Source: an optimization exercise on an open RTL-to-GDS flow (aim: small area and a short achievable clock period). Production flows keep margins and buffers that such runs may drop.
At most, simulation tests tie the RTL to the original design; equivalence was not proved.
Power and IR drop assume default switching activity.

==> flow/design.v (excerpt) <==
module mosaic_coder (
    input  wire        clk,
    input  wire        rst,           
    input  wire        in_valid,
    input  wire        in_first,      
    input  wire        in_last,       
    input  wire [3:0]  in_depth,      
    input  wire [2:0]  in_pred,       
    input  wire [4:0]  in_avail,      
    input  wire        in_ef_colour,  
    input  wire [15:0] in_x,
    input  wire [15:0] in_a,
    input  wire [15:0] in_b,
    input  wire [15:0] in_c,
    input  wire [15:0] in_e,
    input  wire [15:0] in_f,
    output reg         out_valid,
    output reg  [29:0] out_code,      
    output reg  [4:0]  out_len,
    output reg         blk_valid,
    output reg  [2:0]  blk_pred,
    output reg  [22:0] blk_bits
);
  genvar g;
  integer p, j;
  wire [15:0] mid0 = 16'd1 << (in_depth + 4'd7);           
  wire        a_av = in_avail[0];
  wire        b_av = in_avail[1];
  wire        c_av = in_avail[2];
  wire [15:0] a0 = a_av ? in_a : b_av ? in_b : mid0;
  ...
For scale: about 4900 cells after synthesis, roughly 180 I/O pins.
clock: 20.0 ns
lec_check: 0
abc_area: 1
cap_margin: 20
core_margin: 2
core_utilization: 60
cts_cluster_diameter: 60
cts_cluster_size: 30
slew_margin: 70
standard.sh (not shown) runs the stock make flow with config.mk's settings and CLKGATE_MAP_FILE= SYNTH_SCRIPT=/design/flow/synth_recipe.tcl, a recipe that flattens the netlist after the stock synthesis.
==> flow/flow/run.sh <==
#!/bin/bash
# Layout flow: the standard ORFS flow (standard.sh) with three changes in
# how the layout is made:
#  - synthesis maps adders as plain logic for abc (no half/full adder cells,
#    yosys's default Brent-Kung carry network instead of Kogge-Stone);
#  - abc maps with a 2.6 ns delay target and recovers area within it
#    (flow/abc_area.script, used for the synthesis step only);
#  - ports are buffered with sky130_fd_sc_hd__buf_2 cells.
# Each step's full output goes to a log file in this folder.
set -euo pipefail
export ADDER_MAP_FILE=
export SYNTH_OPERATIONS_ARGS=-booth
export BUFFER_PORTS_ARGS="-buffer_cell sky130_fd_sc_hd__buf_2"

# Synthesis, with a copy of ORFS's scripts whose abc area script is ours
rm -rf synth_scripts
cp -r "$FLOW_HOME/scripts" synth_scripts
cp flow/abc_area.script synth_scripts/abc_area.script
SCRIPTS_DIR="$PWD/synth_scripts" bash standard.sh synth > synth.log 2>&1

# The rest of the standard flow
bash standard.sh > standard.log 2>&1
==> flow/flow/abc_area.script <==
strash
dch
map -D 2600
topo
stime -c
buffer -c
upsize -c
dnsize -c
Next try:
--- a/flow/design.v
+++ b/flow/design.v
@@ -195,62 +195,67 @@
     input  wire [15:0] in_f,
     output reg         out_valid,
     output reg  [29:0] out_code,      
     output reg  [4:0]  out_len,
     output reg         blk_valid,
     output reg  [2:0]  blk_pred,
     output reg  [22:0] blk_bits
 );
   genvar g;
   integer p, j;
-  wire [15:0] mid0 = 16'd1 << (in_depth + 4'd7);           
   wire        a_av = in_avail[0];
   wire        b_av = in_avail[1];
   wire        c_av = in_avail[2];
-  wire [15:0] a0 = a_av ? in_a : b_av ? in_b : mid0;
-  wire [15:0] b0 = b_av ? in_b : a_av ? in_a : mid0;
-  wire [15:0] c0 = (c_av && (a_av || b_av)) ? in_c : b0;
+  wire        none = !a_av && !b_av;
   reg         v1, first1, last1, use_ef1;
+  reg         none1, a_of_a1, b_of_b1, c_of_c1;
   reg  [3:0]  depth1;
   reg  [2:0]  pred1;
-  reg  [15:0] x1, a1, b1, c1, e1, f1;
+  reg  [15:0] x1, ai1, bi1, ci1, e1, f1;
   always @(posedge clk) begin
     v1      <= in_valid && !rst;
     first1  <= in_first;
     last1   <= in_last;
     depth1  <= in_depth;
     pred1   <= in_pred;
     use_ef1 <= in_avail[3] && in_avail[4] && in_ef_colour;
+    none1   <= none;
+    a_of_a1 <= a_av;                     
+    b_of_b1 <= b_av;                     
+    c_of_c1 <= c_av;                     
     x1      <= in_x;
-    a1      <= a0;
-    b1      <= b0;
-    c1      <= c0;
+    ai1     <= in_a;
+    bi1     <= in_b;
+    ci1     <= in_c;
     e1      <= in_e;
     f1      <= in_f;
   end
   wire [8:0]  dsel;                                        
   generate
     for (g = 0; g < 9; g = g + 1) begin : g_dsel
       assign dsel[g] = (depth1 == g);
     end
   endgenerate
   wire [14:0] umask;                               
   generate
     for (g = 0; g < 15; g = g + 1) begin : g_umask
       if (g <= 6) begin : g_lo
         assign umask[g] = 1'b1;
       end else begin : g_hi
         assign umask[g] = |dsel[8:g-6];
       end
     end
   endgenerate
   wire [15:0] mid = {dsel, 7'd0};                         
+  wire [15:0] a1 = none1 ? mid : a_of_a1 ? ai1 : bi1;
+  wire [15:0] b1 = none1 ? mid : b_of_b1 ? bi1 : ai1;
+  wire [15:0] c1 = none1 ? mid : c_of_c1 ? ci1 : b1;
   wire [16:0] av_t = {x1, 1'b1} + {1'b1, ~a1} + {1'b1, ~b1} + {16'd0, ~(a1[0] ^ b1[0])};
   wire [16:0] ef_t = {x1, 1'b1} + {1'b1, ~e1} + {1'b1, ~f1} + {16'd0, ~(e1[0] ^ f1[0])};
   wire [15:0] diff [0:5];
   assign diff[0] = x1 ^ mid;
   assign diff[1] = x1 - a1;
   assign diff[2] = x1 - b1;
   assign diff[3] = x1 - a1 - b1 + c1;
   assign diff[4] = av_t[16:1];
   assign diff[5] = ef_t[16:1];
   wire [15:0] m_u [0:5];
@@ -279,39 +284,37 @@
       ge[0] = (|nw) | neg;
       for (i = 1; i < 11; i = i + 1)
         ge[i] = (|(nw >> i)) | (neg & ((nw & ((17'd1 << i) - 17'd1)) == ((17'd1 << i) - 17'd1)));
       ctx_ge[0] = |(ds & {ge[6], ge[5], ge[4], ge[3], ge[2], ge[1], ge[0], ge[0], ge[0]});
       ctx_ge[1] = |(ds & {ge[8], ge[7], ge[6], ge[5], ge[4], ge[3], ge[2], ge[1], ge[1]});
       ctx_ge[2] = |(ds & ge[10:2]);
     end
   endfunction
   wire [2:0] ge_u = ctx_ge(u_abc, dsel);
   wire [2:0] ge_v = ctx_ge(v_ab, dsel);
-  reg         v2, first2, last2, use_ef2, ctx_u2;
-  reg  [2:0]  pred2, ge_u2, ge_v2;
-  reg  [1:0]  med2;
+  wire [2:0] ge   = (a_lt_c == b_lt_c) ? ge_u : ge_v;
+  wire [1:0] q    = ge[2] ? 2'd3 : ge[1] ? 2'd2 : ge[0] ? 2'd1 : 2'd0;
+  reg         v2, first2, last2, use_ef2;
+  reg  [2:0]  pred2;
+  reg  [1:0]  q2, med2;
   reg  [15:0] m2 [0:5];
   always @(posedge clk) begin
     v2      <= v1 && !rst;
     first2  <= first1;
     last2   <= last1;
     use_ef2 <= use_ef1;
     pred2   <= pred1;
-    ctx_u2  <= (a_lt_c == b_lt_c);
-    ge_u2   <= ge_u;
-    ge_v2   <= ge_v;
+    q2      <= q;
     med2    <= med_u;
     for (p = 0; p < 6; p = p + 1)
       m2[p] <= m_u[p];
   end
-  wire [2:0] ge = ctx_u2 ? ge_u2 : ge_v2;
-  wire [1:0] q2 = ge[2] ? 2'd3 : ge[1] ? 2'd2 : ge[0] ? 2'd1 : 2'd0;
   wire [4:0] k_u    [0:5];
   wire [4:0] cost_u [0:5];
   generate
     for (g = 0; g < 6; g = g + 1) begin : g_cost
       mc_class u_cls (.m(m2[g]), .k(k_u[g]));
       mc_cost u_cost (.q(q2), .k(k_u[g]), .cost(cost_u[g]));
     end
   endgenerate
   wire [2:0] med_sel = {1'b0, med2};
   wire [2:0] p5_sel  = use_ef2 ? 3'd5 : med_sel;
Result:
- The new run passed the timing, design-rule and antenna checks
- global-route usage came out higher by 1.7 points
- power grows by a few percent
- final area is higher slightly
- setup slack got worse by 270 ps
- hold slack barely changes
- count of clock-buffer cells in the layout came out higher by 5
- core utilization goes down by 0.61 points
- area after synthesis grows by a few percent
- combinational power goes up by a little under a tenth
- cell count is higher by a few percent
- wire length goes up by a few percent
- sequential share of layout area came out lower by 0.45 points

---

mosaic_coder, a different RTL version from the one above (not shown whole).
Size: about 4,700 cells after synthesis, ~460 flip-flops.
export LEC_CHECK = 0
export ABC_AREA = 1
export CAP_MARGIN = 20
export CORE_MARGIN = 2
export CORE_UTILIZATION = 60
export CTS_CLUSTER_DIAMETER = 60
export CTS_CLUSTER_SIZE = 30
export SLEW_MARGIN = 70
create_clock -name core_clock -period 20.0 [get_ports {clk}]
==> flow/flow/run.sh <==
#!/bin/bash
# Layout flow: the standard ORFS flow (standard.sh) with three changes in
# how the layout is made:
#  - synthesis maps adders as plain logic for abc (no half/full adder cells,
#    yosys's default Brent-Kung carry network instead of Kogge-Stone);
#  - abc maps with a 2.8 ns delay target and recovers area within it
#    (flow/abc_area.script, used for the synthesis step only);
#  - ports are buffered with sky130_fd_sc_hd__buf_2 cells.
# Each step's full output goes to a log file in this folder.
set -euo pipefail
export ADDER_MAP_FILE=
export SYNTH_OPERATIONS_ARGS=-booth
export BUFFER_PORTS_ARGS="-buffer_cell sky130_fd_sc_hd__buf_2"

# Synthesis, with a copy of ORFS's scripts whose abc area script is ours
rm -rf synth_scripts
cp -r "$FLOW_HOME/scripts" synth_scripts
cp flow/abc_area.script synth_scripts/abc_area.script
SCRIPTS_DIR="$PWD/synth_scripts" bash standard.sh synth > synth.log 2>&1

# The rest of the standard flow
bash standard.sh > standard.log 2>&1
==> flow/flow/abc_area.script <==
strash
dch
map -D 2800
topo
stime -c
buffer -c
upsize -c
dnsize -c
The baseline finished clean.
==> next run, changes <==
--- a/flow/design.v
+++ b/flow/design.v
@@ -228,26 +228,42 @@
     f1      <= in_f;
   end
   wire [8:0]  dsel;                                        
   generate
     for (g = 0; g < 9; g = g + 1) begin : g_dsel
       assign dsel[g] = (depth1 == g);
     end
   endgenerate
+  wire [14:0] umask;                               
+  generate
+    for (g = 0; g < 15; g = g + 1) begin : g_umask
+      if (g <= 6) begin : g_lo
+        assign umask[g] = 1'b1;
+      end else begin : g_hi
+        assign umask[g] = |dsel[8:g-6];
+      end
+    end
+  endgenerate
   wire [15:0] mid = {dsel, 7'd0};                         
   wire [16:0] av_t = {x1, 1'b1} + {1'b1, ~a1} + {1'b1, ~b1} + {16'd0, ~(a1[0] ^ b1[0])};
   wire [16:0] ef_t = {x1, 1'b1} + {1'b1, ~e1} + {1'b1, ~f1} + {16'd0, ~(e1[0] ^ f1[0])};
   wire [15:0] diff [0:5];
   assign diff[0] = x1 ^ mid;
   assign diff[1] = x1 - a1;
   assign diff[2] = x1 - b1;
   assign diff[3] = x1 - a1 - b1 + c1;
   assign diff[4] = av_t[16:1];
   assign diff[5] = ef_t[16:1];
+  wire [15:0] m_u [0:5];
+  generate
+    for (g = 0; g < 6; g = g + 1) begin : g_res
+      mc_residue u_res (.diff(diff[g]), .dsel(dsel), .umask(umask), .m(m_u[g]));
+    end
+  endgenerate
   wire        a_lt_c = a1 < c1;
   wire        b_lt_c = b1 < c1;
   wire [17:0] v_ab   = {2'b0, a1} - {2'b0, b1};                      
   wire [17:0] u_abc  = {2'b0, a1} + {2'b0, b1} - {1'b0, c1, 1'b0};   
   wire        a_lt_b = v_ab[17];
   wire [1:0]  med_u  = (a_lt_c && b_lt_c)   ? (a_lt_b ? 2'd1 : 2'd2) :
                        (!a_lt_c && !b_lt_c) ? (a_lt_b ? 2'd2 : 2'd1) : 2'd3;
   function [2:0] ctx_ge;            
@@ -268,52 +284,30 @@
       ctx_ge[2] = |(ds & ge[10:2]);
     end
   endfunction
   wire [2:0] ge_u = ctx_ge(u_abc, dsel);
   wire [2:0] ge_v = ctx_ge(v_ab, dsel);
   reg         v2, first2, last2, use_ef2, ctx_u2;
   reg  [2:0]  pred2, ge_u2, ge_v2;
   reg  [1:0]  med2;
-  reg  [3:0]  depth2;
-  reg  [15:0] diff2 [0:5];
+  reg  [15:0] m2 [0:5];
   always @(posedge clk) begin
     v2      <= v1 && !rst;
     first2  <= first1;
     last2   <= last1;
     use_ef2 <= use_ef1;
     pred2   <= pred1;
-    depth2  <= depth1;
     ctx_u2  <= (a_lt_c == b_lt_c);
     ge_u2   <= ge_u;
     ge_v2   <= ge_v;
     med2    <= med_u;
     for (p = 0; p < 6; p = p + 1)
-      diff2[p] <= diff[p];
+      m2[p] <= m_u[p];
   end
-  wire [8:0]  dsel2;                                       
-  wire [14:0] umask2;                              
-  generate
-    for (g = 0; g < 9; g = g + 1) begin : g_dsel2
-      assign dsel2[g] = (depth2 == g);
-    end
-    for (g = 0; g < 15; g = g + 1) begin : g_umask2
-      if (g <= 6) begin : g_lo
-        assign umask2[g] = 1'b1;
-      end else begin : g_hi
-        assign umask2[g] = |dsel2[8:g-6];
-      end
-    end
-  endgenerate
-  wire [15:0] m2 [0:5];
-  generate
-    for (g = 0; g < 6; g = g + 1) begin : g_res
-      mc_residue u_res (.diff(diff2[g]), .dsel(dsel2), .umask(umask2), .m(m2[g]));
-    end
-  endgenerate
   wire [2:0] ge = ctx_u2 ? ge_u2 : ge_v2;
   wire [1:0] q2 = ge[2] ? 2'd3 : ge[1] ? 2'd2 : ge[0] ? 2'd1 : 2'd0;
   wire [4:0] k_u    [0:5];
   wire [4:0] cost_u [0:5];
   generate
     for (g = 0; g < 6; g = g + 1) begin : g_cost
       mc_class u_cls (.m(m2[g]), .k(k_u[g]));
       mc_cost u_cost (.q(q2), .k(k_u[g]), .cost(cost_u[g]));
=> Maximum frequency came out higher by a few percent; register-to-register slack improved by 0.37 ns; design area barely changes; die area hardly moves; synthesized area stays flat; via count came out lower slightly; worst setup slack improved by 0.13 ns; flip-flop and latch count came out lower by 4; synthesized cell count came out lower slightly.
The RTL of the first run of this note was laid out without a check of its function.

-- re-timing with driven ports --
Ports are ideal in the flow. The routed layouts listed here were re-timed in OpenROAD.
Step 1 (the two cells are an assumption about what drives the block):
set clk [get_ports {clk}]
set_driving_cell -lib_cell sky130_fd_sc_hd__clkbuf_16 $clk
set_driving_cell -lib_cell sky130_fd_sc_hd__buf_2 [delete_from_list [all_inputs] $clk]
Step 2 adds t to the input delays and takes it off the output delays; t is the mean of the earliest and latest rising clock arrival at the registers after step 1. Input paths then give back, and output paths get back, about the clock's delay inside the block.
Three values: ideal ports, drivers, drivers and shift; two values: the first two.
run | shift t [ns] | setup slack, ns | latest minus earliest clock arrival (ns) | slew at the worst register clock pin (ns) | pins driven straight from the clock port
the first run of note 1 | 0.655 | 14.933 / 14.869 / 14.546 | 0.035 / 0.035 | 0.09 / 0.09 | 1
the second run of note 1 | 0.647 | 14.663 / 14.663 / 14.663 | 0.025 / 0.025 | 0.09 / 0.09 | 1
the first run of note 2 | 0.643 | 14.809 / 14.809 / 14.569 | 0.029 / 0.029 | 0.08 / 0.08 | 1
the second run of note 2 | 0.656 | 14.941 / 14.877 / 14.574 | 0.028 / 0.028 | 0.09 / 0.09 | 1
After both steps every run listed still meets setup and hold. For the first run of note 1, which loses most, drivers alone change the setup slack by -0.064 ns; drivers and shift together by -0.387 ns.
